Source: an optimization exercise on an open RTL-to-GDS flow (aim: small area). Production flows keep margins and buffers that such runs may drop.
RTL that was checked went through simulation tests only; none was proved equivalent to the original.
For run 2, only the layout was checked, not whether the RTL still works.
Power figures rest on the tool's default switching activity, not on a simulated workload.

**flow/design.v**
```verilog
module tm_sintab (
    input  wire [8:0]  j,
    output wire [14:0] s
);
    reg [14:0] base;
    reg [7:0]  slope;
    reg [3:0]  res;
    always @* begin
        case (j[8:3])
            6'd0: base = 15'd0;
            6'd1: base = 15'd1608;
            6'd2: base = 15'd3212;
            6'd3: base = 15'd4808;
            6'd4: base = 15'd6393;
            6'd5: base = 15'd7962;
            6'd6: base = 15'd9512;
            6'd7: base = 15'd11039;
            6'd8: base = 15'd12539;
            6'd9: base = 15'd14010;
            6'd10: base = 15'd15446;
            6'd11: base = 15'd16846;
            6'd12: base = 15'd18204;
            6'd13: base = 15'd19519;
            6'd14: base = 15'd20787;
            6'd15: base = 15'd22005;
            6'd16: base = 15'd23170;
            6'd17: base = 15'd24279;
            6'd18: base = 15'd25329;
            6'd19: base = 15'd26319;
            6'd20: base = 15'd27245;
            6'd21: base = 15'd28105;
            6'd22: base = 15'd28898;
            6'd23: base = 15'd29621;
            6'd24: base = 15'd30273;
            6'd25: base = 15'd30852;
            6'd26: base = 15'd31356;
            6'd27: base = 15'd31785;
            6'd28: base = 15'd32137;
            6'd29: base = 15'd32412;
            6'd30: base = 15'd32609;
            6'd31: base = 15'd32728;
            6'd32: base = 15'd32767;
            default: base = 15'd0;
        endcase
    end
    always @* begin
        case (j[8:3])
            6'd0: slope = 8'd201;
            6'd1: slope = 8'd200;
            6'd2: slope = 8'd199;
            6'd3: slope = 8'd198;
            6'd4: slope = 8'd196;
            6'd5: slope = 8'd193;
            6'd6: slope = 8'd190;
            6'd7: slope = 8'd187;
            6'd8: slope = 8'd183;
            6'd9: slope = 8'd179;
            6'd10: slope = 8'd175;
            6'd11: slope = 8'd169;
            6'd12: slope = 8'd164;
            6'd13: slope = 8'd158;
            6'd14: slope = 8'd152;
            6'd15: slope = 8'd145;
            6'd16: slope = 8'd138;
            6'd17: slope = 8'd131;
            6'd18: slope = 8'd123;
            6'd19: slope = 8'd115;
            6'd20: slope = 8'd107;
            6'd21: slope = 8'd99;
            6'd22: slope = 8'd90;
            6'd23: slope = 8'd81;
            6'd24: slope = 8'd72;
            6'd25: slope = 8'd63;
            6'd26: slope = 8'd53;
            6'd27: slope = 8'd44;
            6'd28: slope = 8'd34;
            6'd29: slope = 8'd24;
            6'd30: slope = 8'd14;
            6'd31: slope = 8'd4;
            6'd32: slope = 8'd0;
            default: slope = 8'd0;
        endcase
    end
    always @* begin
        case (j)
            9'd0: res = 4'd0;
            9'd1: res = 4'd0;
            9'd2: res = 4'd0;
            9'd3: res = 4'd0;
            9'd4: res = 4'd0;
            9'd5: res = 4'd0;
            9'd6: res = 4'd0;
            9'd7: res = 4'd0;
            9'd8: res = 4'd0;
            9'd9: res = 4'd1;
            9'd10: res = 4'd1;
            9'd11: res = 4'd2;
            9'd12: res = 4'd2;
            9'd13: res = 4'd3;
            9'd14: res = 4'd3;
            9'd15: res = 4'd4;
            9'd16: res = 4'd0;
            9'd17: res = 4'd1;
            9'd18: res = 4'd2;
            9'd19: res = 4'd2;
            9'd20: res = 4'd3;
            9'd21: res = 4'd3;
            9'd22: res = 4'd4;
            9'd23: res = 4'd4;
            9'd24: res = 4'd0;
            9'd25: res = 4'd1;
            9'd26: res = 4'd1;
            9'd27: res = 4'd2;
            9'd28: res = 4'd2;
            9'd29: res = 4'd2;
            9'd30: res = 4'd2;
            9'd31: res = 4'd1;
            9'd32: res = 4'd0;
            9'd33: res = 4'd1;
            9'd34: res = 4'd1;
            9'd35: res = 4'd2;
            9'd36: res = 4'd2;
            9'd37: res = 4'd2;
            9'd38: res = 4'd2;
            9'd39: res = 4'd2;
            9'd40: res = 4'd0;
            9'd41: res = 4'd2;
            9'd42: res = 4'd3;
            9'd43: res = 4'd4;
            9'd44: res = 4'd5;
            9'd45: res = 4'd6;
            9'd46: res = 4'd6;
            9'd47: res = 4'd6;
            9'd48: res = 4'd0;
            9'd49: res = 4'd2;
            9'd50: res = 4'd4;
            9'd51: res = 4'd5;
            9'd52: res = 4'd6;
            9'd53: res = 4'd7;
            9'd54: res = 4'd7;
            9'd55: res = 4'd7;
            9'd56: res = 4'd0;
            9'd57: res = 4'd2;
            9'd58: res = 4'd4;
            9'd59: res = 4'd5;
            9'd60: res = 4'd6;
            9'd61: res = 4'd6;
            9'd62: res = 4'd6;
            9'd63: res = 4'd5;
            9'd64: res = 4'd0;
            9'd65: res = 4'd3;
            9'd66: res = 4'd5;
            9'd67: res = 4'd6;
            9'd68: res = 4'd8;
            9'd69: res = 4'd8;
            9'd70: res = 4'd8;
            9'd71: res = 4'd8;
            9'd72: res = 4'd0;
            9'd73: res = 4'd2;
            9'd74: res = 4'd4;
            9'd75: res = 4'd6;
            9'd76: res = 4'd6;
            9'd77: res = 4'd7;
            9'd78: res = 4'd6;
            9'd79: res = 4'd6;
            9'd80: res = 4'd0;
            9'd81: res = 4'd2;
            9'd82: res = 4'd4;
            9'd83: res = 4'd5;
            9'd84: res = 4'd5;
            9'd85: res = 4'd4;
            9'd86: res = 4'd3;
            9'd87: res = 4'd2;
            9'd88: res = 4'd0;
            9'd89: res = 4'd3;
            9'd90: res = 4'd5;
            9'd91: res = 4'd7;
            9'd92: res = 4'd8;
            9'd93: res = 4'd9;
            9'd94: res = 4'd9;
            9'd95: res = 4'd8;
            9'd96: res = 4'd0;
            9'd97: res = 4'd3;
            9'd98: res = 4'd5;
            9'd99: res = 4'd7;
            9'd100: res = 4'd8;
            9'd101: res = 4'd8;
            9'd102: res = 4'd7;
            9'd103: res = 4'd5;
            9'd104: res = 4'd0;
            9'd105: res = 4'd3;
            9'd106: res = 4'd6;
            9'd107: res = 4'd7;
            9'd108: res = 4'd8;
            9'd109: res = 4'd8;
            9'd110: res = 4'd8;
            9'd111: res = 4'd6;
            9'd112: res = 4'd0;
            9'd113: res = 4'd3;
            9'd114: res = 4'd5;
            9'd115: res = 4'd7;
            9'd116: res = 4'd8;
            9'd117: res = 4'd7;
            9'd118: res = 4'd6;
            9'd119: res = 4'd5;
            9'd120: res = 4'd0;
            9'd121: res = 4'd4;
            9'd122: res = 4'd6;
            9'd123: res = 4'd8;
            9'd124: res = 4'd9;
            9'd125: res = 4'd9;
            9'd126: res = 4'd9;
            9'd127: res = 4'd7;
            9'd128: res = 4'd0;
            9'd129: res = 4'd3;
            9'd130: res = 4'd6;
            9'd131: res = 4'd8;
            9'd132: res = 4'd9;
            9'd133: res = 4'd10;
            9'd134: res = 4'd9;
            9'd135: res = 4'd7;
            9'd136: res = 4'd0;
            9'd137: res = 4'd3;
            9'd138: res = 4'd6;
            9'd139: res = 4'd8;
            9'd140: res = 4'd8;
            9'd141: res = 4'd8;
            9'd142: res = 4'd7;
            9'd143: res = 4'd5;
            9'd144: res = 4'd0;
            9'd145: res = 4'd4;
            9'd146: res = 4'd7;
            9'd147: res = 4'd10;
            9'd148: res = 4'd11;
            9'd149: res = 4'd11;
            9'd150: res = 4'd10;
            9'd151: res = 4'd8;
            9'd152: res = 4'd0;
            9'd153: res = 4'd4;
            9'd154: res = 4'd7;
            9'd155: res = 4'd10;
            9'd156: res = 4'd11;
            9'd157: res = 4'd11;
            9'd158: res = 4'd10;
            9'd159: res = 4'd9;
            9'd160: res = 4'd0;
            9'd161: res = 4'd4;
            9'd162: res = 4'd7;
            9'd163: res = 4'd9;
            9'd164: res = 4'd10;
            9'd165: res = 4'd10;
            9'd166: res = 4'd9;
            9'd167: res = 4'd7;
            9'd168: res = 4'd0;
            9'd169: res = 4'd4;
            9'd170: res = 4'd7;
            9'd171: res = 4'd9;
            9'd172: res = 4'd9;
            9'd173: res = 4'd9;
            9'd174: res = 4'd7;
            9'd175: res = 4'd5;
            9'd176: res = 4'd0;
            9'd177: res = 4'd4;
            9'd178: res = 4'd7;
            9'd179: res = 4'd9;
            9'd180: res = 4'd10;
            9'd181: res = 4'd10;
            9'd182: res = 4'd9;
            9'd183: res = 4'd6;
            9'd184: res = 4'd0;
            9'd185: res = 4'd4;
            9'd186: res = 4'd8;
            9'd187: res = 4'd10;
            9'd188: res = 4'd11;
            9'd189: res = 4'd11;
            9'd190: res = 4'd10;
            9'd191: res = 4'd7;
            9'd192: res = 4'd0;
            9'd193: res = 4'd4;
            9'd194: res = 4'd7;
            9'd195: res = 4'd9;
            9'd196: res = 4'd10;
            9'd197: res = 4'd10;
            9'd198: res = 4'd9;
            9'd199: res = 4'd6;
            9'd200: res = 4'd0;
            9'd201: res = 4'd4;
            9'd202: res = 4'd7;
            9'd203: res = 4'd9;
            9'd204: res = 4'd9;
            9'd205: res = 4'd9;
            9'd206: res = 4'd7;
            9'd207: res = 4'd4;
            9'd208: res = 4'd0;
            9'd209: res = 4'd5;
            9'd210: res = 4'd8;
            9'd211: res = 4'd11;
            9'd212: res = 4'd12;
            9'd213: res = 4'd12;
            9'd214: res = 4'd11;
            9'd215: res = 4'd9;
            9'd216: res = 4'd0;
            9'd217: res = 4'd4;
            9'd218: res = 4'd7;
            9'd219: res = 4'd9;
            9'd220: res = 4'd10;
            9'd221: res = 4'd9;
            9'd222: res = 4'd8;
            9'd223: res = 4'd5;
            9'd224: res = 4'd0;
            9'd225: res = 4'd5;
            9'd226: res = 4'd8;
            9'd227: res = 4'd11;
            9'd228: res = 4'd12;
            9'd229: res = 4'd11;
            9'd230: res = 4'd10;
            9'd231: res = 4'd7;
            9'd232: res = 4'd0;
            9'd233: res = 4'd5;
            9'd234: res = 4'd9;
            9'd235: res = 4'd11;
            9'd236: res = 4'd13;
            9'd237: res = 4'd13;
            9'd238: res = 4'd11;
            9'd239: res = 4'd9;
            9'd240: res = 4'd0;
            9'd241: res = 4'd5;
            9'd242: res = 4'd9;
            9'd243: res = 4'd12;
            9'd244: res = 4'd13;
            9'd245: res = 4'd13;
            9'd246: res = 4'd12;
            9'd247: res = 4'd10;
            9'd248: res = 4'd0;
            9'd249: res = 4'd5;
            9'd250: res = 4'd9;
            9'd251: res = 4'd12;
            9'd252: res = 4'd13;
            9'd253: res = 4'd13;
            9'd254: res = 4'd13;
            9'd255: res = 4'd10;
            9'd256: res = 4'd0;
            default: res = 4'd0;
        endcase
    end
    wire [14:0] p0 = {7'd0, j[0] ? slope : 8'd0};
    wire [14:0] p1 = {6'd0, j[1] ? slope : 8'd0, 1'b0};
    wire [14:0] p2 = {5'd0, j[2] ? slope : 8'd0, 2'b0};
    wire [14:0] q0 = {11'd0, res};
    wire [14:0] s1 = base ^ q0 ^ p0;
    wire [14:0] c1 = ((base & q0) | (base & p0) | (q0 & p0)) << 1;
    wire [14:0] s2 = s1 ^ c1 ^ p1;
    wire [14:0] c2 = ((s1 & c1) | (s1 & p1) | (c1 & p1)) << 1;
    wire [14:0] s3 = s2 ^ c2 ^ p2;
    wire [14:0] c3 = ((s2 & c2) | (s2 & p2) | (c2 & p2)) << 1;
    tm_rca #(.W(15)) u_add (.a(s3), .b(c3), .ci(1'b0), .s(s), .co());
endmodule
module tm_sincos (
    input  wire [9:0]  n,
    output wire [14:0] mag,
    output wire        neg
);
    wire [8:0] m_neg;
    tm_rca #(.W(9)) u_neg (.a({1'b0, ~n[7:0]}), .b(9'h000), .ci(1'b1), .s(m_neg), .co());
    wire [8:0] j = n[8] ? m_neg : {1'b0, n[7:0]};
    tm_sintab u_tab (.j(j), .s(mag));
    assign neg = n[9];
endmodule
module tm_mon (
    input  wire        clk,
    input  wire        rst_n,             
    input  wire        smp_vld,           
    input  wire [11:0] code_u,            
    input  wire [11:0] code_v,
    input  wire [11:0] code_w,
    input  wire [15:0] theta,             
    input  wire [15:0] t_cmd,             
    input  wire [15:0] t_ce,              
    input  wire        active,            
    input  wire [47:0] iha_ofs,           
    input  wire [47:0] iha_gain,          
    input  wire [15:0] psi_pm,            
    input  wire [15:0] ld,                
    input  wire [15:0] lq,                
    input  wire [15:0] lq_k,              
    input  wire [3:0]  pole_pairs,
    input  wire [15:0] w_pct,             
    input  wire [15:0] w_abs,             
    input  wire [15:0] cnt_lim,           
    output reg         res_vld,
    output wire [15:0] t_tm,              
    output wire [15:0] i_d,               
    output wire [15:0] i_q,               
    output reg         exc_over,          
    output reg         dis_over,          
    output reg  [15:0] err_cnt,
    output reg         trip               
);
    reg [11:0] s_code0, s_code1, s_code2;
    reg [9:0]  s_th;
    reg [15:0] s_tcmd, s_tce;
    reg        s_active;
    always @(posedge clk) begin
        if (smp_vld) begin
            s_code0  <= code_u;
            s_code1  <= code_v;
            s_code2  <= code_w;
            s_th     <= theta[15:6];
            s_tcmd   <= t_cmd;
            s_tce    <= t_ce;
            s_active <= active;
        end
    end
    localparam [5:0] LAST = 6'd61;
    reg [5:0] cnt;                         
    wire [5:0] cnt_inc;
    tm_rca #(.W(6)) u_inc (.a(cnt), .b(6'd0), .ci(1'b1), .s(cnt_inc), .co());
    always @(posedge clk) begin
        if (!rst_n)
            cnt <= 6'd0;
        else if (smp_vld)
            cnt <= 6'd1;
        else if (cnt != 6'd0)
            cnt <= (cnt == LAST) ? 6'd0 : cnt_inc;
    end
    reg signed [25:0] acc;
    reg        [15:0] S;                   
    reg        [15:0] R0, Rd, Rq;          
    reg               blw;                 
    reg               wsel;                
    reg               g_cy, g_c5;          
    reg        [1:0]  g_xp;                
    assign t_tm = R0;
    assign i_d  = Rd;
    assign i_q  = Rq;
    localparam [4:0] M_G0 = 5'd0, M_G1 = 5'd1, M_G2 = 5'd2, M_CA2 = 5'd3, M_CA = 5'd4,
                     M_CB = 5'd5, M_TAB = 5'd6, M_LQK = 5'd7, M_LQ = 5'd8, M_LD = 5'd9,
                     M_ID4 = 5'd10, M_PSI = 5'd11, M_3P = 5'd12, M_IQ = 5'd13,
                     M_R0 = 5'd14, M_TCE = 5'd15, M_CMD = 5'd16,
                     M_WP = 5'd18, M_ERR = 5'd19, M_LIM = 5'd20, M_ONE = 5'd21,
                     M_WA = 5'd22;
    localparam [3:0] C_GEN = 4'd0, C_R0L = 4'd1, C_R0H = 4'd2, C_RDL = 4'd3, C_RDH = 4'd4,
                     C_RQL = 4'd5, C_RQH = 4'd6, C_SL = 4'd7, C_SH = 4'd8, C_ONE = 4'd9,
                     C_FF = 4'd10, C_ZERO = 4'd11;
    localparam [1:0] B_0 = 2'd0, B_LW = 2'd1, B_WIRE = 2'd2;
    reg [4:0] msel;
    wire [4:0] msel_w = wsel ? M_WP : M_WA;
    reg [3:0] csel;
    reg [1:0] bsel;
    reg       clr, shift, kill;
    reg       neg_c;                       
    reg       use_tab, tab_cos, neg_iq;    
    reg [1:0] gk, gj;                      
    reg       gen;
    always @* begin
        msel = M_ONE; csel = C_ZERO; bsel = B_0;
        clr = 1'b0; shift = 1'b0; kill = 1'b0;
        neg_c = 1'b0; use_tab = 1'b0; tab_cos = 1'b0; neg_iq = 1'b0;
        gk = 2'd0; gj = 2'd0; gen = 1'b0;
        case (cnt)
            6'd1, 6'd2, 6'd3, 6'd4, 6'd5, 6'd6, 6'd7, 6'd8, 6'd9: begin
                gen = 1'b1;
                gk = (cnt <= 6'd3) ? 2'd0 : (cnt <= 6'd6) ? 2'd1 : 2'd2;
                gj = (cnt == 6'd1 || cnt == 6'd4 || cnt == 6'd7) ? 2'd0 :
                     (cnt == 6'd2 || cnt == 6'd5 || cnt == 6'd8) ? 2'd1 : 2'd2;
                msel = (gk == 2'd0) ? M_G0 : (gk == 2'd1) ? M_G1 : M_G2;
                csel = C_GEN;
                bsel = (gj == 2'd0) ? B_0 : B_LW;
                clr  = (gj == 2'd0);
                shift = (gj != 2'd2);
            end
            6'd10: begin msel = M_CA2; csel = C_R0L; clr = 1'b1; end
            6'd11: begin msel = M_CA;  csel = C_RDL; neg_c = 1'b1; end
            6'd12: begin msel = M_CA;  csel = C_RQL; neg_c = 1'b1; shift = 1'b1; end
            6'd13: begin msel = M_CA2; csel = C_R0H; bsel = B_WIRE; end
            6'd14: begin msel = M_CA;  csel = C_RDH; bsel = B_WIRE; neg_c = 1'b1; end
            6'd15: begin msel = M_CA;  csel = C_RQH; bsel = B_WIRE; neg_c = 1'b1; shift = 1'b1; end
            6'd16: begin msel = M_CB; csel = C_RDL; clr = 1'b1; end
            6'd17: begin msel = M_CB; csel = C_RQL; neg_c = 1'b1; shift = 1'b1; end
            6'd18: begin msel = M_CB; csel = C_RDH; bsel = B_WIRE; end
            6'd19: begin msel = M_CB; csel = C_RQH; bsel = B_WIRE; neg_c = 1'b1; shift = 1'b1; end
            6'd20: begin msel = M_TAB; use_tab = 1'b1; neg_c = 1'b1; csel = C_R0L; clr = 1'b1; end
            6'd21: begin msel = M_TAB; use_tab = 1'b1; tab_cos = 1'b1; csel = C_RDL; shift = 1'b1; end
            6'd22: begin msel = M_TAB; use_tab = 1'b1; neg_c = 1'b1; csel = C_R0H; bsel = B_WIRE; end
            6'd23: begin msel = M_TAB; use_tab = 1'b1; tab_cos = 1'b1; csel = C_RDH; bsel = B_WIRE; shift = 1'b1; end
            6'd24: begin msel = M_TAB; use_tab = 1'b1; tab_cos = 1'b1; csel = C_R0L; clr = 1'b1; end
            6'd25: begin msel = M_TAB; use_tab = 1'b1; csel = C_RDL; shift = 1'b1; end
            6'd26: begin msel = M_TAB; use_tab = 1'b1; tab_cos = 1'b1; csel = C_R0H; bsel = B_WIRE; end
            6'd27: begin msel = M_TAB; use_tab = 1'b1; csel = C_RDH; bsel = B_WIRE; shift = 1'b1; end
            6'd28: begin msel = M_LQK; neg_iq = 1'b1; csel = C_RQL; clr = 1'b1; shift = 1'b1; end
            6'd29: begin msel = M_LQK; neg_iq = 1'b1; csel = C_RQH; bsel = B_WIRE; shift = 1'b1; end
            6'd30: begin msel = M_LQ; csel = C_SL; clr = 1'b1; shift = 1'b1; end
            6'd31: begin msel = M_LQ; csel = C_SL; bsel = B_LW; shift = 1'b1; end
            6'd32: begin msel = M_LQ; csel = C_R0L; bsel = B_LW; shift = 1'b1; end
            6'd33: begin msel = M_LQ; csel = C_FF; bsel = B_LW; end
            6'd34: begin msel = M_LD; csel = C_ONE; clr = (R0[15:8] != 8'd0); shift = 1'b1; end
            6'd35: begin msel = M_ID4; csel = C_SH; clr = 1'b1; shift = 1'b1; end
            6'd36: begin msel = M_ID4; csel = C_R0L; bsel = B_LW; shift = 1'b1; end
            6'd37: begin msel = M_ID4; csel = C_R0H; bsel = B_LW; end
            6'd38: begin msel = M_PSI; csel = C_ONE; shift = 1'b1; end
            6'd39: begin msel = M_3P; csel = C_SH; clr = 1'b1; shift = 1'b1; end
            6'd40: begin msel = M_3P; csel = C_R0L; bsel = B_LW; shift = 1'b1; end
            6'd41: begin msel = M_3P; csel = C_R0H; bsel = B_LW; end
            6'd42: begin msel = M_IQ; csel = C_SL; clr = 1'b1; shift = 1'b1; end
            6'd43: begin msel = M_IQ; csel = C_SL; bsel = B_LW; shift = 1'b1; end
            6'd44: begin msel = M_IQ; csel = C_R0L; bsel = B_LW; shift = 1'b1; end
            6'd45: begin msel = M_IQ; csel = C_R0H; bsel = B_LW; end
            6'd46: begin msel = M_WA; csel = C_ONE; clr = 1'b1; end           
            6'd47: begin msel = M_WP; csel = C_ONE; neg_c = 1'b1; end         
            6'd48: begin msel = M_R0; csel = C_ONE; clr = 1'b1; end           
            6'd49: begin msel = msel_w; csel = C_ONE;                        
                         neg_c = s_tcmd[15]; kill = s_tcmd[15]; end
            6'd50: begin msel = M_R0; csel = C_ONE; clr = 1'b1; end           
            6'd51: begin msel = M_CMD; csel = C_ONE; neg_c = 1'b1; end        
            6'd52: begin msel = msel_w; csel = C_ONE;                        
                         neg_c = ~s_tcmd[15]; kill = ~s_tcmd[15]; end
            6'd53, 6'd56: begin msel = M_R0; csel = C_ONE; clr = 1'b1; end   
            6'd54, 6'd57: begin msel = M_TCE; csel = C_ONE; neg_c = 1'b1; end  
            6'd55: begin msel = msel_w; csel = C_ONE; neg_c = 1'b1; kill = 1'b1; end
            6'd58: begin msel = msel_w; csel = C_ONE; end
            6'd59: begin msel = M_ONE; csel = s_active ? C_ONE : C_ZERO; clr = 1'b1;
                         neg_c = ~(exc_over | dis_over); end
            6'd60: begin msel = M_ERR; csel = s_active ? C_ONE : C_ZERO; end
            6'd61: begin msel = M_LIM; csel = C_ONE; neg_c = 1'b1; end
            default: ;
        endcase
    end
    wire [14:0] tab;
    wire        tab_neg;
    tm_sincos u_sc (.n(s_th + (tab_cos ? 10'd256 : 10'd0)), .mag(tab), .neg(tab_neg));
    wire neg = neg_c ^ (use_tab & tab_neg) ^ (neg_iq & Rq[15]);
    wire [11:0] g_code = (gk == 2'd0) ? s_code0 : (gk == 2'd1) ? s_code1 : s_code2;
    wire [15:0] g_ofs  = (gk == 2'd0) ? iha_ofs[15:0] : (gk == 2'd1) ? iha_ofs[31:16] : iha_ofs[47:32];
    wire [23:0] g_cx   = {{13{~g_code[11]}}, g_code[10:0]};
    wire [23:0] g_of   = {{8{g_ofs[15]}}, g_ofs};
    wire [7:0]  g_cxc  = (gj == 2'd0) ? g_cx[7:0] : (gj == 2'd1) ? g_cx[15:8] : g_cx[23:16];
    wire [7:0]  g_ofc  = (gj == 2'd0) ? g_of[7:0] : (gj == 2'd1) ? g_of[15:8] : g_of[23:16];
    wire        g_first = (gj == 2'd0);
    wire [8:0]  g_xs, g_5s;
    wire [7:0]  g_x    = g_xs[7:0];
    wire [7:0]  g_x4   = {g_x[5:0], g_first ? 2'b00 : g_xp};
    tm_rca #(.W(8)) u_gx (.a(g_cxc), .b(~g_ofc), .ci(g_first | g_cy), .s(g_xs[7:0]), .co(g_xs[8]));
    tm_rca #(.W(8)) u_g5 (.a(g_x), .b(g_x4), .ci(~g_first & g_c5), .s(g_5s[7:0]), .co(g_5s[8]));
    always @(posedge clk) begin
        if (gen) begin
            g_cy <= g_xs[8];
            g_c5 <= g_5s[8];
            g_xp <= g_x[7:6];
        end
    end
    wire [5:0] p3;                         
    tm_rca #(.W(6)) u_p3 (.a({1'b0, pole_pairs, 1'b0}), .b({2'b00, pole_pairs}), .ci(1'b0), .s(p3), .co());
    reg signed [19:0] M;
    always @* begin
        case (msel)
            M_G0:  M = {1'b0, iha_gain[15:0],  3'b000};
            M_G1:  M = {1'b0, iha_gain[31:16], 3'b000};
            M_G2:  M = {1'b0, iha_gain[47:32], 3'b000};
            M_CA2: M = 20'sd43690;
            M_CA:  M = 20'sd21845;
            M_CB:  M = 20'sd37837;
            M_TAB: M = {4'b0000, tab, 1'b0};
            M_LQK: M = {4'b0000, lq_k};
            M_LQ:  M = {4'b0000, lq};
            M_LD:  M = {4'b0000, ld};
            M_ID4: M = {Rd, 4'b0000};
            M_PSI: M = {4'b0000, psi_pm};
            M_3P:  M = {14'd0, p3};
            M_IQ:  M = {{4{Rq[15]}}, Rq};
            M_R0:  M = {{4{R0[15]}}, R0};
            M_TCE: M = {{4{s_tce[15]}}, s_tce};
            M_CMD: M = {{4{s_tcmd[15]}}, s_tcmd};
            M_WP:  M = {4'b0000, w_pct};
            M_WA:  M = {4'b0000, w_abs};
            M_ERR: M = {4'b0000, err_cnt};
            M_LIM: M = {4'b0000, cnt_lim};
            default: M = 20'sd1;
        endcase
    end
    reg [7:0] ch;
    reg       ch_wire;                     
    always @* begin
        ch_wire = 1'b0;
        case (csel)
            C_GEN:  ch = g_5s[7:0];
            C_R0L:  ch = R0[7:0];
            C_R0H:  begin ch = R0[15:8]; ch_wire = R0[7]; end
            C_RDL:  ch = Rd[7:0];
            C_RDH:  begin ch = Rd[15:8]; ch_wire = Rd[7]; end
            C_RQL:  ch = Rq[7:0];
            C_RQH:  begin ch = Rq[15:8]; ch_wire = Rq[7]; end
            C_SL:   ch = S[7:0];
            C_SH:   ch = S[15:8];
            C_ONE:  ch = 8'h01;
            C_FF:   ch = 8'hFF;
            default: ch = 8'h00;
        endcase
    end
    wire bl = (bsel == B_LW) ? blw : (bsel == B_WIRE) ? ch_wire : 1'b0;
    wire [8:0]  bb = {ch, bl};
    wire [20:0] rw [0:3];
    wire [3:0]  rs;
    genvar gi;
    generate
        for (gi = 0; gi < 4; gi = gi + 1) begin : g_row
            wire one = bb[2*gi+1] ^ bb[2*gi];
            wire two = (bb[2*gi+2] & ~bb[2*gi+1] & ~bb[2*gi]) | (~bb[2*gi+2] & bb[2*gi+1] & bb[2*gi]);
            wire [20:0] pp = ({21{one}} & {M[19], M}) | ({21{two}} & {M, 1'b0});
            assign rs[gi] = (bb[2*gi+2] ^ neg) & (one | two);
            assign rw[gi] = (pp ^ {21{rs[gi]}}) ^ 21'h100000;
        end
    endgenerate
    localparam [27:0] K = 28'h8B00000;     
    wire [27:0] op0 = {2'b00, (clr ? 26'd0 : acc) ^ 26'h2000000};
    wire [27:0] op1 = {7'd0, rw[0]};
    wire [27:0] op2 = {5'd0, rw[1], 2'd0};
    wire [27:0] op3 = {3'd0, rw[2], 4'd0};
    wire [27:0] op4 = {1'd0, rw[3], 6'd0};
    wire [27:0] op5 = K | {20'd0, 1'b0, rs[3], 1'b0, rs[2], 1'b0, rs[1], 1'b0, rs[0] & ~kill};
    wire [27:0] s1 = op0 ^ op1 ^ op2;
    wire [27:0] c1 = ((op0 & op1) | (op0 & op2) | (op1 & op2)) << 1;
    wire [27:0] s2 = s1 ^ c1 ^ op3;
    wire [27:0] c2 = ((s1 & c1) | (s1 & op3) | (c1 & op3)) << 1;
    wire [27:0] s3 = s2 ^ c2 ^ op4;
    wire [27:0] c3 = ((s2 & c2) | (s2 & op4) | (c2 & op4)) << 1;
    wire [27:0] s4 = s3 ^ c3 ^ op5;
    wire [27:0] c4 = ((s3 & c3) | (s3 & op5) | (c3 & op5)) << 1;
    wire [27:0] sum;
    tm_rca #(.W(28)) u_sum (.a(s4), .b(c4), .ci(1'b0), .s(sum), .co());
    wire [15:0] sat_acc = (acc[25:15] == {11{acc[25]}}) ? acc[15:0]
                                                         : (acc[25] ? 16'h8000 : 16'h7FFF);
    wire [15:0] sat_tq  = (acc[25:8] == {18{acc[25]}}) ? {acc[8:0], S[15:9]}
                                                         : (acc[25] ? 16'h8000 : 16'h7FFF);
    wire busy = (cnt != 6'd0);
    wire sgn  = sum[27];
    always @(posedge clk) begin
        acc <= shift ? {{6{sum[27]}}, sum[27:8]} : sum[25:0];
        if (shift)
            S <= {sum[7:0], S[15:8]};
        blw <= ch[7];
        if (cnt == 6'd4 || cnt == 6'd16 || cnt == 6'd30 || cnt == 6'd35 ||
            cnt == 6'd39 || cnt == 6'd42)
            R0 <= sat_acc;
        if (cnt == 6'd46)
            R0 <= sat_tq;
        if (cnt == 6'd7 || cnt == 6'd20 || cnt == 6'd28)
            Rd <= sat_acc;
        if (cnt == 6'd10 || cnt == 6'd24)
            Rq <= sat_acc;
        if (cnt == 6'd47)
            wsel <= sgn;
        if (cnt == 6'd49)
            exc_over <= s_tcmd[15] ? ~sgn : sgn;
        if (cnt == 6'd52)
            exc_over <= exc_over | (s_tcmd[15] ? sgn : ~sgn);
        if (cnt == 6'd55)
            dis_over <= ~sgn;
        if (cnt == 6'd58)
            dis_over <= dis_over | sgn;
    end
    always @(posedge clk) begin
        if (!rst_n) begin
            res_vld <= 1'b0;
            err_cnt <= 16'd0;
            trip    <= 1'b0;
        end else begin
            res_vld <= (cnt == LAST);
            if (cnt == LAST) begin
                if (!s_active)
                    err_cnt <= 16'd0;
                else if (!(acc[16] | acc[25]))
                    err_cnt <= acc[15:0];
                if (s_active && !sgn)
                    trip <= 1'b1;
            end
        end
    end
endmodule
module tm_rca #(parameter W = 8) (
    input  wire [W-1:0] a,
    input  wire [W-1:0] b,
    input  wire         ci,
    output wire [W-1:0] s,
    output wire         co
);
    wire [W:0] c;
    assign c[0] = ci;
    genvar i;
    generate
        for (i = 0; i < W; i = i + 1) begin : g_bit
            assign s[i]   = a[i] ^ b[i] ^ c[i];
            assign c[i+1] = (a[i] & b[i]) | (a[i] & c[i]) | (b[i] & c[i]);
        end
    endgenerate
    assign co = c[W];
endmodule
```
**flow/run.sh**
```bash
#!/bin/bash
# synth_recipe.tcl (not shown) runs the flow's synth.tcl, then flattens the netlist and writes it again
# the make line also repeats each setting of config.mk as NAME=value (left out here)
make -C /OpenROAD-flow-scripts/flow DESIGN_CONFIG=/design/flow/config.mk WORK_HOME=/design/flow/orfs CLKGATE_MAP_FILE= SYNTH_SCRIPT=/design/flow/synth_recipe.tcl finish
```
**flow/config.mk**
```make
export PLATFORM = sky130hd
export DESIGN_NAME = tm_mon
export DESIGN_NICKNAME = tm_mon
export VERILOG_FILES = /design/flow/design.v
export SDC_FILE = /design/flow/constraint.sdc
export NUM_CORES = 4
export LEC_CHECK = 0
export CAP_MARGIN = 20
export CORE_MARGIN = 2
export CORE_UTILIZATION = 40
export SLEW_MARGIN = 20
export SYNTH_MEMORY_MAX_BITS = 32768
```
**flow/constraint.sdc**
```tcl
create_clock -name core_clock -period 25.0 [get_ports {clk}]
set_input_delay 5.0000 -clock core_clock [delete_from_list [all_inputs] [get_ports {clk}]]
set_output_delay 5.0000 -clock core_clock [all_outputs]
set_load 0.01 [all_outputs]
```
==> results by group, run 1 <==
Logic synthesis
  • EDFF count, synth: 150
  • Synth cell types: 102
  • Yosys top cell area share: 0.211
  • Sequential fraction of the synthesis area: 0.259
  • Post-synth top area cell: edfxtp_1
  • Syn Inst Count: between 2,000 and 2,500
  • Cell area after synthesis: 21,300 um2
  • Synthesized Nets: 2,984
  • Top_reg_cell synth: edfxtp_1
  • Fraction of registers with async set/reset: 0
  • Syn. warnings: 2
  • Yosys reg bits: 201
  • Synth Area per Inst: slightly below 9 um2
  • Synth top area cells: edfxtp_1, fa_1, ha_1

Global route
  • Number of global-route vias before repair: 21,400
  • First-pass GRT wire length: 151 mm
  • Initial antenna violation count: 8
  • GRT Overall Usage: 0.370
  • Total grt overflow: 0
  • Pin count of the biggest net entering global routing: 62

Job
  • Maximum Capacitance Violations: 0

Pwr
  • Pwr Density: 148 nW/um2
  • Comb pwr share: 0.757
  • Pint: 1890 uW
  • P_sw: 2010 uW
  • Clk pwr share: 0.101
  • VDD IR max: 220 uV
  • Leak: 0.0101 uW
  • Switching share of power: 0.515
  • Reg power frac: 0.141

STA
  • Max Clk Rate: 43.7 MHz
  • Tightest Pin Transition: 1140 ps
  • Crit share post-route: 0.915
  • Hold Fails Final Rpt: 0
  • Setup TNS: 0 ps
  • Relative slew margins: 0.238
  • Clock skew: 34.0 ps
  • Hold Slack: 496 ps
  • Final setup fails: 0
  • Final WS setup: 2130 ps
  • Slew Viols, Final: 0
  • Final worst path period need: approximately 23,000 ps
  • RSZ-0062 raised after global routing: false

Floorplan
  • Core Area: 52,700 um2
  • Rows: 84
  • Die X: 235 um
  • Starting Density: 0.405
  • Die ar.: 55,200 um2
  • Die height: ~240 um
  • IO Count: 368

Clock tree
  • Clock buffer count from CTS: 26
  • Root Driver: clkbuf_16
  • Worst skew pair latency: 610 ps
  • Clk slew on worst S/H paths: 60 ps
  • Post-CTS setup buffer count: 0
  • Clock H-tree levels: 1
  • Resize count post-CTS: 0
  • CTS tree: built
  • Hold_buf cts: 0
  • Clock tree buffer depth: 3
  • Sink Count: 201

Drt
  • Iter 0 DRT Violations: 3,265
  • DRC viols: 0
  • DR WL/cell: between 30 and 40 um
  • Pre-Repair DR Iteration Count: 7
  • WL final: 105 mm
  • DR vias: 22,200
  • Vias per cell: about 6.5
  • Routed Antenna Nets: 0

Setup path
  • Max stage delay on crit path: 820 ps
  • Worst EP required: 25,360 ps
  • Worst path depth: 60
  • Worst path buffer plus inverter count: 11
  • Family with the most delay on the worst path: adder cells
  • Most frequent CP cell: fa_1
  • Register-to-register path setup slack: 2620 ps
  • Worst Path Arrival: around 23,000 ps
  • Crit. End Element: flip-flop
  • RR Endpoint: exc_over
  • Startpoint Class: input pin
  • Critical-path top delay cell: xor2_1
  • Crit Path Class: in -> reg
  • Critical path fanouts, max: 40
  • Reg2Reg Depth: 62
  • Worst reg2reg startpoint: s_th[0]

Place
  • DP Wirelength: between 80 and 90 mm
  • Global placer's final weighted congestion: 0.970
  • Placed Area: 25,500 um2
  • Setup WS pre-CTS: between 1500 and 2000 ps
  • IO buf count: approximately 360

Worst hold path
  • Hold Crit Endpoint: S[0]
  • HP Class: reg -> reg
  • Hold Crit Depth: 0
  • Hold_sp: S[8]

Final layout
  • Layout cells sized above 1: 0.0700
  • Final instance area: 26,400 um2
  • Fin nets: about 3,200
  • Synth-to-Final Area Change: 23.7%

Outcome
  • Status: no timing/DRC/antenna violations
## registers in the layout (all words and copies together) (netlist names), 2 cells and up
| name | cells |
|---|---|
| g_xp | 2 |
| err_cnt | 16 |
| s_code1 | 12 |
| s_code0 | 12 |
| acc | 26 |
| s_tcmd | 16 |
| s_th | 10 |
| R0 | 16 |
| Rd | 16 |
| S | 16 |
| s_code2 | 12 |
| Rq | 16 |
| s_tce | 16 |
| cnt | 6 |
## logic make-up (layout without fill, tap and decap cells)
group | count (synthesis) | after routing | share of synthesized area
XOR/XNOR | 40 | 40 | 0.0171
buffers and inverters | 418 | 680 | 0.0824
other | 0 | 2 | 0
adder cells (fa/ha/maj) | 218 | 218 | 0.172
AO/OA/AOI/OAI | 815 | 815 | 0.268
multiplexers | 94 | 94 | 0.0448
AND/OR/NAND/NOR | 681 | 681 | 0.157
flip-flops | 201 | 201 | 0.259
## through the flow
step                power, uW  utilization  instances
finish                   3910        0.501       3419
CTS                      3890        0.501       3417
global placement         3450        0.485       3369
detailed placement       3430        0.485       3369
global route             4280        0.501       3417
floorplan                2430            -       2467
## power by group through the flow
stage / logic, uW / registers, uW / clock network (uW)
finish: 2960 / 553 / 396
global route: 3320 / 555 / 411
CTS: 2950 / 550 / 397
detailed placement: 2880 / 557 / 0
global placement: 2890 / 557 / 0
floorplan: 1920 / 515 / 0
## Yosys cell counts, drive strengths merged, types with 36 or more instances
master	instances
nand2	243
inv	203
o21ai	170
a21oi	159
edfxtp	150
fa	125
nor2	122
clkbuf	118
buf	95
ha	92
nand3	90
mux2i	85
a22oi	72
dfxtp	51
a211oi	50
nor3	50
a221oi	49
o221ai	41
and2	36
## worst max-delay path by stage
stage,start,to,slack (ps)
global placement,iha_ofs[47],exc_over,1720
CTS,iha_ofs[47],exc_over,2150
global route,iha_ofs[47],exc_over,1410
finish,iha_ofs[47],exc_over,2130
detailed placement,iha_ofs[47],exc_over,1620
floorplan,iha_ofs[47],exc_over,3790
## area by class of cell
| class | instances | area, um2 |
|---|---|---|
| Antenna cell | 2 | 5.00 |
| Clock buffer | 36 | 793 |
| Clock inverter | 12 | 91.3 |
| Fill cell | 5058 | 26300 |
| Inverter | 205 | 769 |
| Multi-Input combinational cell | 1848 | 14300 |
| Sequential cell | 201 | 5530 |
| Tap cell | 688 | 861 |
| Timing Repair Buffer | 427 | 4100 |
## layout by cell type (no fill, tap or decap), types with 22 or more instances in the layout
cell,n
a31oi_1,24
fa_1,125
mux2i_1,82
inv_1,201
nor3_1,40
a211oi_1,45
nor2_1,121
o211ai_1,22
edfxtp_1,150
o21ai_1,25
a22oi_1,70
o22ai_1,32
a221oi_1,45
ha_1,92
a22o_1,27
nand2_1,243
a21oi_1,156
buf_4,67
clkbuf_16,29
o21ai_0,136
o221ai_1,41
and2_1,33
dfxtp_1,51
clkdlybuf4s50_1,359
nand3_1,89
## per-layer routing
metal | vias to the layer above | track usage | wire, um | share of wire
met1 | 10800 | 0.484 | 41200 | 0.39
li1 | 9609 | - | - | -
met4 | 4 | 0.187 | 6490 | 0.062
met3 | 276 | 0.0952 | 12000 | 0.11
met5 | - | 0 | 69 | 0.00066
met2 | 1544 | 0.566 | 45400 | 0.43
## worst reg2reg max path: cells and delay by family (launching register included)
family	cells	cell delay, ps
adders and majority gates	36	15000
buffers and inverters	10	2210
and+or+nand+nor	6	1530
AOI/OAI and AO/OA	7	1350
xor gates and xnor gates	3	1180
DFF	1	900
==> inputs of run 2 (changes only) <==
--- a/flow/design.v
+++ b/flow/design.v
@@ -3,8 +3,8 @@
     output wire [14:0] s
 );
     reg [14:0] base;
-    reg [7:0]  slope;
-    reg [3:0]  res;
+    reg [7:0] slope;
+    reg [3:0] res;
     always @* begin
         case (j[8:3])
             6'd0: base = 15'd0;
@@ -343,16 +343,18 @@
             default: res = 4'd0;
         endcase
     end
-    wire [14:0] p0 = {7'd0, j[0] ? slope : 8'd0};
-    wire [14:0] p1 = {6'd0, j[1] ? slope : 8'd0, 1'b0};
-    wire [14:0] p2 = {5'd0, j[2] ? slope : 8'd0, 2'b0};
-    wire [14:0] q0 = {11'd0, res};
-    wire [14:0] s1 = base ^ q0 ^ p0;
-    wire [14:0] c1 = ((base & q0) | (base & p0) | (q0 & p0)) << 1;
-    wire [14:0] s2 = s1 ^ c1 ^ p1;
-    wire [14:0] c2 = ((s1 & c1) | (s1 & p1) | (c1 & p1)) << 1;
-    wire [14:0] s3 = s2 ^ c2 ^ p2;
-    wire [14:0] c3 = ((s2 & c2) | (s2 & p2) | (c2 & p2)) << 1;
+    wire [14:0] y1 = {11'd0, res};
+    wire [14:0] z1 = {7'd0, j[0] ? slope : 8'd0};
+    wire [14:0] s1 = base ^ y1 ^ z1;
+    wire [14:0] c1 = ((base & (y1 | z1)) | (y1 & z1)) << 1;
+    wire [14:0] y2 = c1;
+    wire [14:0] z2 = {6'd0, j[1] ? slope : 8'd0, 1'd0};
+    wire [14:0] s2 = s1 ^ y2 ^ z2;
+    wire [14:0] c2 = ((s1 & (y2 | z2)) | (y2 & z2)) << 1;
+    wire [14:0] y3 = c2;
+    wire [14:0] z3 = {5'd0, j[2] ? slope : 8'd0, 2'd0};
+    wire [14:0] s3 = s2 ^ y3 ^ z3;
+    wire [14:0] c3 = ((s2 & (y3 | z3)) | (y3 & z3)) << 1;
     tm_rca #(.W(15)) u_add (.a(s3), .b(c3), .ci(1'b0), .s(s), .co());
 endmodule
 module tm_sincos (
@@ -396,15 +398,12 @@
     output reg  [15:0] err_cnt,
     output reg         trip               
 );
-    reg [11:0] s_code0, s_code1, s_code2;
+    reg [35:0] s_code;                     
     reg [9:0]  s_th;
     reg [15:0] s_tcmd, s_tce;
     reg        s_active;
     always @(posedge clk) begin
         if (smp_vld) begin
-            s_code0  <= code_u;
-            s_code1  <= code_v;
-            s_code2  <= code_w;
             s_th     <= theta[15:6];
             s_tcmd   <= t_cmd;
             s_tce    <= t_ce;
@@ -423,8 +422,8 @@
         else if (cnt != 6'd0)
             cnt <= (cnt == LAST) ? 6'd0 : cnt_inc;
     end
-    reg signed [25:0] acc;
-    reg        [15:0] S;                   
+    reg signed [24:0] acc;
+    wire       [15:0] S = s_code[15:0];    
     reg        [15:0] R0, Rd, Rq;          
     reg               blw;                 
     reg               wsel;                
@@ -529,7 +528,7 @@
     wire        tab_neg;
     tm_sincos u_sc (.n(s_th + (tab_cos ? 10'd256 : 10'd0)), .mag(tab), .neg(tab_neg));
     wire neg = neg_c ^ (use_tab & tab_neg) ^ (neg_iq & Rq[15]);
-    wire [11:0] g_code = (gk == 2'd0) ? s_code0 : (gk == 2'd1) ? s_code1 : s_code2;
+    wire [11:0] g_code = (gk == 2'd0) ? s_code[11:0] : (gk == 2'd1) ? s_code[23:12] : s_code[35:24];
     wire [15:0] g_ofs  = (gk == 2'd0) ? iha_ofs[15:0] : (gk == 2'd1) ? iha_ofs[31:16] : iha_ofs[47:32];
     wire [23:0] g_cx   = {{13{~g_code[11]}}, g_code[10:0]};
     wire [23:0] g_of   = {{8{g_ofs[15]}}, g_ofs};
@@ -610,33 +609,21 @@
             assign rw[gi] = (pp ^ {21{rs[gi]}}) ^ 21'h100000;
         end
     endgenerate
-    localparam [27:0] K = 28'h8B00000;     
-    wire [27:0] op0 = {2'b00, (clr ? 26'd0 : acc) ^ 26'h2000000};
-    wire [27:0] op1 = {7'd0, rw[0]};
-    wire [27:0] op2 = {5'd0, rw[1], 2'd0};
-    wire [27:0] op3 = {3'd0, rw[2], 4'd0};
-    wire [27:0] op4 = {1'd0, rw[3], 6'd0};
-    wire [27:0] op5 = K | {20'd0, 1'b0, rs[3], 1'b0, rs[2], 1'b0, rs[1], 1'b0, rs[0] & ~kill};
-    wire [27:0] s1 = op0 ^ op1 ^ op2;
-    wire [27:0] c1 = ((op0 & op1) | (op0 & op2) | (op1 & op2)) << 1;
-    wire [27:0] s2 = s1 ^ c1 ^ op3;
-    wire [27:0] c2 = ((s1 & c1) | (s1 & op3) | (c1 & op3)) << 1;
-    wire [27:0] s3 = s2 ^ c2 ^ op4;
-    wire [27:0] c3 = ((s2 & c2) | (s2 & op4) | (c2 & op4)) << 1;
-    wire [27:0] s4 = s3 ^ c3 ^ op5;
-    wire [27:0] c4 = ((s3 & c3) | (s3 & op5) | (c3 & op5)) << 1;
     wire [27:0] sum;
-    tm_rca #(.W(28)) u_sum (.a(s4), .b(c4), .ci(1'b0), .s(sum), .co());
-    wire [15:0] sat_acc = (acc[25:15] == {11{acc[25]}}) ? acc[15:0]
-                                                         : (acc[25] ? 16'h8000 : 16'h7FFF);
-    wire [15:0] sat_tq  = (acc[25:8] == {18{acc[25]}}) ? {acc[8:0], S[15:9]}
-                                                         : (acc[25] ? 16'h8000 : 16'h7FFF);
+    tm_macsum u_sum (.a((clr ? 26'd0 : {acc[24], acc}) ^ 26'h2000000), .r0(rw[0]), .r1(rw[1]), .r2(rw[2]),
+                     .r3(rw[3]), .rs({rs[3:1], rs[0] & ~kill}), .sum(sum));
+    wire [15:0] sat_acc = (acc[24:15] == {10{acc[24]}}) ? acc[15:0]
+                                                         : (acc[24] ? 16'h8000 : 16'h7FFF);
+    wire [15:0] sat_tq  = (acc[24:8] == {17{acc[24]}}) ? {acc[8:0], S[15:9]}
+                                                         : (acc[24] ? 16'h8000 : 16'h7FFF);
     wire busy = (cnt != 6'd0);
     wire sgn  = sum[27];
     always @(posedge clk) begin
-        acc <= shift ? {{6{sum[27]}}, sum[27:8]} : sum[25:0];
-        if (shift)
-            S <= {sum[7:0], S[15:8]};
+        acc <= shift ? {{5{sum[27]}}, sum[27:8]} : sum[24:0];
+        if (smp_vld)
+            s_code <= {code_w, code_v, code_u};
+        else if (shift && !gen)
+            s_code[15:0] <= {sum[7:0], S[15:8]};
         blw <= ch[7];
         if (cnt == 6'd4 || cnt == 6'd16 || cnt == 6'd30 || cnt == 6'd35 ||
             cnt == 6'd39 || cnt == 6'd42)
@@ -668,7 +655,7 @@
             if (cnt == LAST) begin
                 if (!s_active)
                     err_cnt <= 16'd0;
-                else if (!(acc[16] | acc[25]))
+                else if (!(acc[16] | acc[24]))
                     err_cnt <= acc[15:0];
                 if (s_active && !sgn)
                     trip <= 1'b1;
@@ -689,8 +676,245 @@
     generate
         for (i = 0; i < W; i = i + 1) begin : g_bit
             assign s[i]   = a[i] ^ b[i] ^ c[i];
-            assign c[i+1] = (a[i] & b[i]) | (a[i] & c[i]) | (b[i] & c[i]);
+            assign c[i+1] = (a[i] & (b[i] | c[i])) | (b[i] & c[i]);
         end
     endgenerate
     assign co = c[W];
 endmodule
+module tm_macsum (
+    input  wire [25:0] a,
+    input  wire [20:0] r0,
+    input  wire [20:0] r1,
+    input  wire [20:0] r2,
+    input  wire [20:0] r3,
+    input  wire [3:0]  rs,
+    output wire [27:0] sum
+);
+    wire t1 = a[4] ^ r0[4];
+    wire t2 = a[4] & r0[4];
+    wire t3 = a[5] ^ r0[5];
+    wire t4 = a[5] & r0[5];
+    wire t5 = a[6] ^ r0[6] ^ r1[4];
+    wire t6 = (a[6] & (r0[6] | r1[4])) | (r0[6] & r1[4]);
+    wire t7 = r2[2] ^ r3[0];
+    wire t8 = r2[2] & r3[0];
+    wire t9 = a[7] ^ r0[7] ^ r1[5];
+    wire t10 = (a[7] & (r0[7] | r1[5])) | (r0[7] & r1[5]);
+    wire t11 = r2[3] ^ r3[1];
+    wire t12 = r2[3] & r3[1];
+    wire t13 = a[8] ^ r0[8] ^ r1[6];
+    wire t14 = (a[8] & (r0[8] | r1[6])) | (r0[8] & r1[6]);
+    wire t15 = r2[4] ^ r3[2];
+    wire t16 = r2[4] & r3[2];
+    wire t17 = a[9] ^ r0[9] ^ r1[7];
+    wire t18 = (a[9] & (r0[9] | r1[7])) | (r0[9] & r1[7]);
+    wire t19 = r2[5] ^ r3[3];
+    wire t20 = r2[5] & r3[3];
+    wire t21 = a[10] ^ r0[10] ^ r1[8];
+    wire t22 = (a[10] & (r0[10] | r1[8])) | (r0[10] & r1[8]);
+    wire t23 = r2[6] ^ r3[4];
+    wire t24 = r2[6] & r3[4];
+    wire t25 = a[11] ^ r0[11] ^ r1[9];
+    wire t26 = (a[11] & (r0[11] | r1[9])) | (r0[11] & r1[9]);
+    wire t27 = r2[7] ^ r3[5];
+    wire t28 = r2[7] & r3[5];
+    wire t29 = a[12] ^ r0[12] ^ r1[10];
+    wire t30 = (a[12] & (r0[12] | r1[10])) | (r0[12] & r1[10]);
+    wire t31 = r2[8] ^ r3[6];
+    wire t32 = r2[8] & r3[6];
+    wire t33 = a[13] ^ r0[13] ^ r1[11];
+    wire t34 = (a[13] & (r0[13] | r1[11])) | (r0[13] & r1[11]);
+    wire t35 = r2[9] ^ r3[7];
+    wire t36 = r2[9] & r3[7];
+    wire t37 = a[14] ^ r0[14] ^ r1[12];
+    wire t38 = (a[14] & (r0[14] | r1[12])) | (r0[14] & r1[12]);
+    wire t39 = r2[10] ^ r3[8];
+    wire t40 = r2[10] & r3[8];
+    wire t41 = a[15] ^ r0[15] ^ r1[13];
+    wire t42 = (a[15] & (r0[15] | r1[13])) | (r0[15] & r1[13]);
+    wire t43 = r2[11] ^ r3[9];
+    wire t44 = r2[11] & r3[9];
+    wire t45 = a[16] ^ r0[16] ^ r1[14];
+    wire t46 = (a[16] & (r0[16] | r1[14])) | (r0[16] & r1[14]);
+    wire t47 = r2[12] ^ r3[10];
+    wire t48 = r2[12] & r3[10];
+    wire t49 = a[17] ^ r0[17] ^ r1[15];
+    wire t50 = (a[17] & (r0[17] | r1[15])) | (r0[17] & r1[15]);
+    wire t51 = r2[13] ^ r3[11];
+    wire t52 = r2[13] & r3[11];
+    wire t53 = a[18] ^ r0[18] ^ r1[16];
+    wire t54 = (a[18] & (r0[18] | r1[16])) | (r0[18] & r1[16]);
+    wire t55 = r2[14] ^ r3[12];
+    wire t56 = r2[14] & r3[12];
+    wire t57 = a[19] ^ r0[19] ^ r1[17];
+    wire t58 = (a[19] & (r0[19] | r1[17])) | (r0[19] & r1[17]);
+    wire t59 = r2[15] ^ r3[13];
+    wire t60 = r2[15] & r3[13];
+    wire t61 = a[20] ^ r0[20] ^ r1[18];
+    wire t62 = (a[20] & (r0[20] | r1[18])) | (r0[20] & r1[18]);
+    wire t63 = r2[16] ^ r3[14] ^ 1'b1;
+    wire t64 = (r2[16] & (r3[14] | 1'b1)) | (r3[14] & 1'b1);
+    wire t65 = a[21] ^ r1[19] ^ r2[17];
+    wire t66 = (a[21] & (r1[19] | r2[17])) | (r1[19] & r2[17]);
+    wire t67 = r3[15] ^ 1'b1;
+    wire t68 = r3[15] & 1'b1;
+    wire t69 = a[22] ^ r1[20] ^ r2[18];
+    wire t70 = (a[22] & (r1[20] | r2[18])) | (r1[20] & r2[18]);
+    wire t71 = a[23] ^ r2[19];
+    wire t72 = a[23] & r2[19];
+    wire t73 = a[2] ^ r0[2];
+    wire t74 = a[2] & r0[2];
+    wire t75 = a[3] ^ r0[3];
+    wire t76 = a[3] & r0[3];
+    wire t77 = r1[2] ^ r2[0] ^ rs[2];
+    wire t78 = (r1[2] & (r2[0] | rs[2])) | (r2[0] & rs[2]);
+    wire t79 = r1[3] ^ r2[1] ^ t3;
+    wire t80 = (r1[3] & (r2[1] | t3)) | (r2[1] & t3);
+    wire t81 = rs[3] ^ t5 ^ t7;
+    wire t82 = (rs[3] & (t5 | t7)) | (t5 & t7);
+    wire t83 = t9 ^ t11 ^ t6;
+    wire t84 = (t9 & (t11 | t6)) | (t11 & t6);
+    wire t85 = t13 ^ t15 ^ t10;
+    wire t86 = (t13 & (t15 | t10)) | (t15 & t10);
+    wire t87 = t17 ^ t19 ^ t14;
+    wire t88 = (t17 & (t19 | t14)) | (t19 & t14);
+    wire t89 = t21 ^ t23 ^ t18;
+    wire t90 = (t21 & (t23 | t18)) | (t23 & t18);
+    wire t91 = t25 ^ t27 ^ t22;
+    wire t92 = (t25 & (t27 | t22)) | (t27 & t22);
+    wire t93 = t29 ^ t31 ^ t26;
+    wire t94 = (t29 & (t31 | t26)) | (t31 & t26);
+    wire t95 = t33 ^ t35 ^ t30;
+    wire t96 = (t33 & (t35 | t30)) | (t35 & t30);
+    wire t97 = t37 ^ t39 ^ t34;
+    wire t98 = (t37 & (t39 | t34)) | (t39 & t34);
+    wire t99 = t41 ^ t43 ^ t38;
+    wire t100 = (t41 & (t43 | t38)) | (t43 & t38);
+    wire t101 = t45 ^ t47 ^ t42;
+    wire t102 = (t45 & (t47 | t42)) | (t47 & t42);
+    wire t103 = t49 ^ t51 ^ t46;
+    wire t104 = (t49 & (t51 | t46)) | (t51 & t46);
+    wire t105 = t53 ^ t55 ^ t50;
+    wire t106 = (t53 & (t55 | t50)) | (t55 & t50);
+    wire t107 = t57 ^ t59 ^ t54;
+    wire t108 = (t57 & (t59 | t54)) | (t59 & t54);
+    wire t109 = t61 ^ t63 ^ t58;
+    wire t110 = (t61 & (t63 | t58)) | (t63 & t58);
+    wire t111 = t65 ^ t67 ^ t62;
+    wire t112 = (t65 & (t67 | t62)) | (t67 & t62);
+    wire t113 = r3[16] ^ t69 ^ t66;
+    wire t114 = (r3[16] & (t69 | t66)) | (t69 & t66);
+    wire t115 = r3[17] ^ 1'b1 ^ t71;
+    wire t116 = (r3[17] & (1'b1 | t71)) | (1'b1 & t71);
+    wire t117 = a[24] ^ r2[20] ^ r3[18];
+    wire t118 = (a[24] & (r2[20] | r3[18])) | (r2[20] & r3[18]);
+    wire t119 = a[0] ^ r0[0];
+    wire t120 = a[0] & r0[0];
+    wire t121 = a[1] ^ r0[1];
+    wire t122 = a[1] & r0[1];
+    wire t123 = r1[0] ^ rs[1] ^ t73;
+    wire t124 = (r1[0] & (rs[1] | t73)) | (rs[1] & t73);
+    wire t125 = r1[1] ^ t75 ^ t74;
+    wire t126 = (r1[1] & (t75 | t74)) | (t75 & t74);
+    wire t127 = t1 ^ t77 ^ t76;
+    wire t128 = (t1 & (t77 | t76)) | (t77 & t76);
+    wire t129 = t2 ^ t79 ^ t78;
+    wire t130 = (t2 & (t79 | t78)) | (t79 & t78);
+    wire t131 = t4 ^ t81 ^ t80;
+    wire t132 = (t4 & (t81 | t80)) | (t81 & t80);
+    wire t133 = t8 ^ t83 ^ t82;
+    wire t134 = (t8 & (t83 | t82)) | (t83 & t82);
+    wire t135 = t12 ^ t85 ^ t84;
+    wire t136 = (t12 & (t85 | t84)) | (t85 & t84);
+    wire t137 = t16 ^ t87 ^ t86;
+    wire t138 = (t16 & (t87 | t86)) | (t87 & t86);
+    wire t139 = t20 ^ t89 ^ t88;
+    wire t140 = (t20 & (t89 | t88)) | (t89 & t88);
+    wire t141 = t24 ^ t91 ^ t90;
+    wire t142 = (t24 & (t91 | t90)) | (t91 & t90);
+    wire t143 = t28 ^ t93 ^ t92;
+    wire t144 = (t28 & (t93 | t92)) | (t93 & t92);
+    wire t145 = t32 ^ t95 ^ t94;
+    wire t146 = (t32 & (t95 | t94)) | (t95 & t94);
+    wire t147 = t36 ^ t97 ^ t96;
+    wire t148 = (t36 & (t97 | t96)) | (t97 & t96);
+    wire t149 = t40 ^ t99 ^ t98;
+    wire t150 = (t40 & (t99 | t98)) | (t99 & t98);
+    wire t151 = t44 ^ t101 ^ t100;
+    wire t152 = (t44 & (t101 | t100)) | (t101 & t100);
+    wire t153 = t48 ^ t103 ^ t102;
+    wire t154 = (t48 & (t103 | t102)) | (t103 & t102);
+    wire t155 = t52 ^ t105 ^ t104;
+    wire t156 = (t52 & (t105 | t104)) | (t105 & t104);
+    wire t157 = t56 ^ t107 ^ t106;
+    wire t158 = (t56 & (t107 | t106)) | (t107 & t106);
+    wire t159 = t60 ^ t109 ^ t108;
+    wire t160 = (t60 & (t109 | t108)) | (t109 & t108);
+    wire t161 = t64 ^ t111 ^ t110;
+    wire t162 = (t64 & (t111 | t110)) | (t111 & t110);
+    wire t163 = t68 ^ t113 ^ t112;
+    wire t164 = (t68 & (t113 | t112)) | (t113 & t112);
+    wire t165 = t70 ^ t115 ^ t114;
+    wire t166 = (t70 & (t115 | t114)) | (t115 & t114);
+    wire t167 = t72 ^ t117 ^ t116;
+    wire t168 = (t72 & (t117 | t116)) | (t117 & t116);
+    wire t169 = a[25] ^ r3[19] ^ t118;
+    wire t170 = (a[25] & (r3[19] | t118)) | (r3[19] & t118);
+    wire t171 = rs[0] ^ t119;
+    wire t172 = rs[0] & t119;
+    wire t173 = t121 ^ t120 ^ t172;
+    wire t174 = (t121 & (t120 | t172)) | (t120 & t172);
+    wire t175 = t123 ^ t122 ^ t174;
+    wire t176 = (t123 & (t122 | t174)) | (t122 & t174);
+    wire t177 = t125 ^ t124 ^ t176;
+    wire t178 = (t125 & (t124 | t176)) | (t124 & t176);
+    wire t179 = t127 ^ t126 ^ t178;
+    wire t180 = (t127 & (t126 | t178)) | (t126 & t178);
+    wire t181 = t129 ^ t128 ^ t180;
+    wire t182 = (t129 & (t128 | t180)) | (t128 & t180);
+    wire t183 = t131 ^ t130 ^ t182;
+    wire t184 = (t131 & (t130 | t182)) | (t130 & t182);
+    wire t185 = t133 ^ t132 ^ t184;
+    wire t186 = (t133 & (t132 | t184)) | (t132 & t184);
+    wire t187 = t135 ^ t134 ^ t186;
+    wire t188 = (t135 & (t134 | t186)) | (t134 & t186);
+    wire t189 = t137 ^ t136 ^ t188;
+    wire t190 = (t137 & (t136 | t188)) | (t136 & t188);
+    wire t191 = t139 ^ t138 ^ t190;
+    wire t192 = (t139 & (t138 | t190)) | (t138 & t190);
+    wire t193 = t141 ^ t140 ^ t192;
+    wire t194 = (t141 & (t140 | t192)) | (t140 & t192);
+    wire t195 = t143 ^ t142 ^ t194;
+    wire t196 = (t143 & (t142 | t194)) | (t142 & t194);
+    wire t197 = t145 ^ t144 ^ t196;
+    wire t198 = (t145 & (t144 | t196)) | (t144 & t196);
+    wire t199 = t147 ^ t146 ^ t198;
+    wire t200 = (t147 & (t146 | t198)) | (t146 & t198);
+    wire t201 = t149 ^ t148 ^ t200;
+    wire t202 = (t149 & (t148 | t200)) | (t148 & t200);
+    wire t203 = t151 ^ t150 ^ t202;
+    wire t204 = (t151 & (t150 | t202)) | (t150 & t202);
+    wire t205 = t153 ^ t152 ^ t204;
+    wire t206 = (t153 & (t152 | t204)) | (t152 & t204);
+    wire t207 = t155 ^ t154 ^ t206;
+    wire t208 = (t155 & (t154 | t206)) | (t154 & t206);
+    wire t209 = t157 ^ t156 ^ t208;
+    wire t210 = (t157 & (t156 | t208)) | (t156 & t208);
+    wire t211 = t159 ^ t158 ^ t210;
+    wire t212 = (t159 & (t158 | t210)) | (t158 & t210);
+    wire t213 = t161 ^ t160 ^ t212;
+    wire t214 = (t161 & (t160 | t212)) | (t160 & t212);
+    wire t215 = t163 ^ t162 ^ t214;
+    wire t216 = (t163 & (t162 | t214)) | (t162 & t214);
+    wire t217 = t165 ^ t164 ^ t216;
+    wire t218 = (t165 & (t164 | t216)) | (t164 & t216);
+    wire t219 = t167 ^ t166 ^ t218;
+    wire t220 = (t167 & (t166 | t218)) | (t166 & t218);
+    wire t221 = t169 ^ t168 ^ t220;
+    wire t222 = (t169 & (t168 | t220)) | (t168 & t220);
+    wire t223 = r3[20] ^ t170 ^ t222;
+    wire t224 = (r3[20] & (t170 | t222)) | (t170 & t222);
+    wire t225 = 1'b1 ^ t224;
+    wire t226 = 1'b1 & t224;
+    assign sum = {t225, t223, t221, t219, t217, t215, t213, t211, t209, t207, t205, t203, t201, t199, t197, t195, t193, t191, t189, t187, t185, t183, t181, t179, t177, t175, t173, t171};
+endmodule
==> flow/flow/run.sh (new file) <==
#!/bin/bash
set -euo pipefail
export BUFFER_PORTS_ARGS="-buffer_cell sky130_fd_sc_hd__buf_1"
export CTS_ARGS="-sink_clustering_enable -repair_clock_nets -sink_clustering_size 10 -sink_clustering_max_diameter 60 -buf_list \"sky130_fd_sc_hd__clkbuf_4 sky130_fd_sc_hd__clkbuf_8\" -dont_use_dummy_load"
bash standard.sh > standard_flow.log 2>&1
==> flow/standard.sh (new file) <==
#!/bin/bash
# synth_recipe.tcl (not shown) runs the flow's synth.tcl, then flattens the netlist and writes it again
# the make line also repeats each setting of config.mk as NAME=value (left out here)
make -C /OpenROAD-flow-scripts/flow DESIGN_CONFIG=/design/flow/config.mk WORK_HOME=/design/flow/orfs CLKGATE_MAP_FILE= SYNTH_SCRIPT=/design/flow/synth_recipe.tcl "${@:-finish}"
removed: flow/run.sh
==> run 2 against run 1 <==
  * Synthesized cell count decreased by 1.9%
  * Total power down 2.0%
  * Die area shrank 3.6%
  * Largest cell class unchanged
  * Largest power group unchanged
==> results by group, run 2 <==
Floorplan
  • Die X: between 200 and 250 um
  • Rows: slightly above 80
  • IO Count: 368
  • Starting Density: 0.402
  • Die height: ~230 um
  • Die ar.: 53,200 um2
  • Core Area: 51,100 um2

STA
  • Clock skew: approximately 38 ps
  • Setup TNS: 0 ps
  • Hold Fails Final Rpt: 0
  • Slew Viols, Final: 0
  • Crit share post-route: 0.874
  • Tightest Pin Transition: 1140 ps
  • Final setup fails: 0
  • Final worst path period need: about 22,000 ps
  • Relative slew margins: 0.237
  • Max Clk Rate: roughly 46 MHz
  • RSZ-0062 raised after global routing: false

Logic synthesis
  • Synth top area cells: edfxtp_1, fa_1, dfxtp_1
  • Most common library cells after synthesis: nand2_1, inv_1, nor2_1
  • Fraction of registers with async set/reset: 0
  • Syn. warnings: 2
  • Top_reg_cell synth: edfxtp_1
  • Top-count cell post-synth: nand2_1
  • Yosys reg bits: 184
  • Post-synth top area cell: edfxtp_1
  • Syn Inst Count: ~2,400
  • EDFF count, synth: 134
  • Synth Area per Inst: approximately 8.5 um2
  • Synthesized Nets: 2,920
  • Cell area after synthesis: 20,600 um2
  • Sequential fraction of the synthesis area: 0.244
  • Synth cell types: approximately 110
  • Yosys top cell area share: 0.196

Drt
  • Vias per cell: around 6.6
  • Iter 0 DRT Violations: 3,408
  • DR vias: 22,000
  • DR WL/cell: 29.1 um
  • Pre-Repair DR Iteration Count: 8
  • WL final: 97.4 mm
  • Routed Antenna Nets: 0
  • DRC viols: 0

Clock tree
  • Hold_buf cts: 0
  • Worst skew pair latency: approximately 560 ps
  • Root Driver: clkbuf_8
  • Clock H-tree levels: 4
  • Resize count post-CTS: 0
  • Post-CTS setup buffer count: 0
  • Clk slew on worst S/H paths: about 100 ps
  • Clock tree buffer depth: 2
  • CTS tree: built
  • Sink Count: 184
  • Clock buffer count from CTS: 17

Worst hold path
  • Hold Crit Endpoint: err_cnt[0]
  • HP Class: reg -> reg
  • Hold Crit Depth: 2
  • Hold_sp: err_cnt[0]

Setup path
  • Critical path fanouts, max: 33
  • Worst reg2reg startpoint: s_th[0]
  • Most frequent CP cell: fa_1
  • Crit. End Element: flip-flop
  • Startpoint Class: input pin
  • Critical-path top delay cell: xor2_2
  • Reg2Reg Depth: 59
  • Register-to-register path setup slack: about 3500 ps
  • RR Endpoint: acc[24]
  • Max stage delay on crit path: 650 ps
  • Worst EP required: 25,410 ps
  • Worst Path Arrival: ~22,000 ps
  • Crit Path Class: in -> reg

Place
  • IO buf count: roughly 360
  • Placed Area: 22,500 um2
  • DP Wirelength: ~76 mm
  • Global placer's final weighted congestion: between 1 and 1.5

Global route
  • Total grt overflow: 0
  • First-pass GRT wire length: 141 mm
  • GRT Overall Usage: 0.360
  • Initial antenna violation count: 7
  • Pin count of the biggest net entering global routing: 57
  • Number of global-route vias before repair: roughly 21,000

Pwr
  • VDD IR max: 223 uV
  • Pwr Density: 168 nW/um2
  • Leak: about 0.0084 uW

Final layout
  • Fin nets: 3,165
  • Synth-to-Final Area Change: 10.7%
  • Most frequent cells in the layout: buf_1, nand2_1, inv_1
  • Commonest non-fill, non-tap cell in the layout: buf_1
  • Registers with the most flip-flops: s_code (36), acc (25)
  • Final instance area: 22,700 um2
  • Largest Register: s_code
  • Largest register FFs: 36
  • Layout cells sized above 1: 0.0702

Outcome
  • Status: no timing/DRC/antenna violations

Job
  • Maximum Capacitance Violations: 0
run 2: worst max-delay path, delay by kind of cell:
family | cells | cell delay (ps)
buf+inv | 8 | 1080
compound gates | 6 | 1030
simple gates | 4 | 650
xor+xnor | 1 | 650
fa+ha+maj | 32 | 13830
run 2: final cells by class:
class	instances	area [um2]
Antenna cell	1	2.50
Multi-Input combinational cell	1844	14000
Tap cell	680	851
Sequential cell	184	5020
Fill cell	5181	28300
Clock buffer	17	234
Timing Repair Buffer	431	1880
Inverter	187	702
run 2: stage by stage:
stage	setup slack (ps)	utilization	hold slack (ps)	std cells	total power [uW]
after floorplan	3780	-	476	2420	2560
after global placement	2700	0.440	476	3326	3530
after detailed placement	2570	0.440	486	3326	3600
after CTS	3180	0.445	499	3343	3780
after global routing	2440	0.445	541	3344	4170
final	3160	0.445	498	3344	3830
run 2: where the power goes:
part	switching, uW	internal (uW)	total (uW)	leakage, uW
clock	111	60.1	171	0.000122
sequential	77.6	449	526	0.00168
combinational	1850	1280	3130	0.00658
total	2040	1790	3830	0.00839
run 2: cells by family (layout without fill, tap and decap cells):
kind of cell	after synthesis	in the layout	share of synthesized area
AO/OA/AOI/OAI	756	756	0.258
AND/OR/NAND/NOR	746	746	0.179
buffers and inverters	392	635	0.0797
adder cells (fa/ha/maj)	201	201	0.170
flip-flops	184	184	0.244
multiplexers	71	71	0.0385
XOR/XNOR	70	70	0.0298
other	0	1	0
run 2: per-layer routing:
layer,GRT usage,up-vias,wire length [um]
met4,0.142,6,4440
met5,0,-,76
li1,-,9361,-
met3,0.0915,237,12000
met2,0.549,1627,42100
met1,0.487,10800,38800
run 2: worst max path at each step:
| stage | startpoint | endpoint | slack [ps] | cells after the start |
|---|---|---|---|---|
| 2_1_floorplan | iha_ofs[31] | dis_over | 3780 | 53 |
| 3_3_place_gp | iha_ofs[31] | acc[21] | 2700 | 53 |
| 3_5_place_dp | iha_ofs[31] | acc[20] | 2570 | 53 |
| 4_1_cts | iha_ofs[31] | acc[20] | 3180 | 53 |
| 5_1_grt | iha_ofs[31] | acc[20] | 2440 | 51 |
| 6_report | iha_ofs[31] | acc[24] | 3160 | 51 |

## re-timing with driven ports
In the flow no input, the clock included, has a driving cell. The finished layouts below were timed again as built, in two steps.
Step 1 assumes that a clkbuf_16 drives the clock port and a buf_2 every other input.
Step 2 times the ports against the registers' clock, not the clock port: input delays grow and output delays shrink by t, the midpoint of the rising clock arrivals with the driver on.
Slacks: no drivers / after step 1 / after step 2; pairs: no drivers / after step 1.
| run | t, ns | slack for setup (ns) |
|---|---|---|
| run 1 | 0.654 | 2.127 / 2.155 / 1.501 |
| run 2 | 0.589 | 3.158 / 3.181 / 2.591 |
After both steps setup and hold are still met in every run listed.
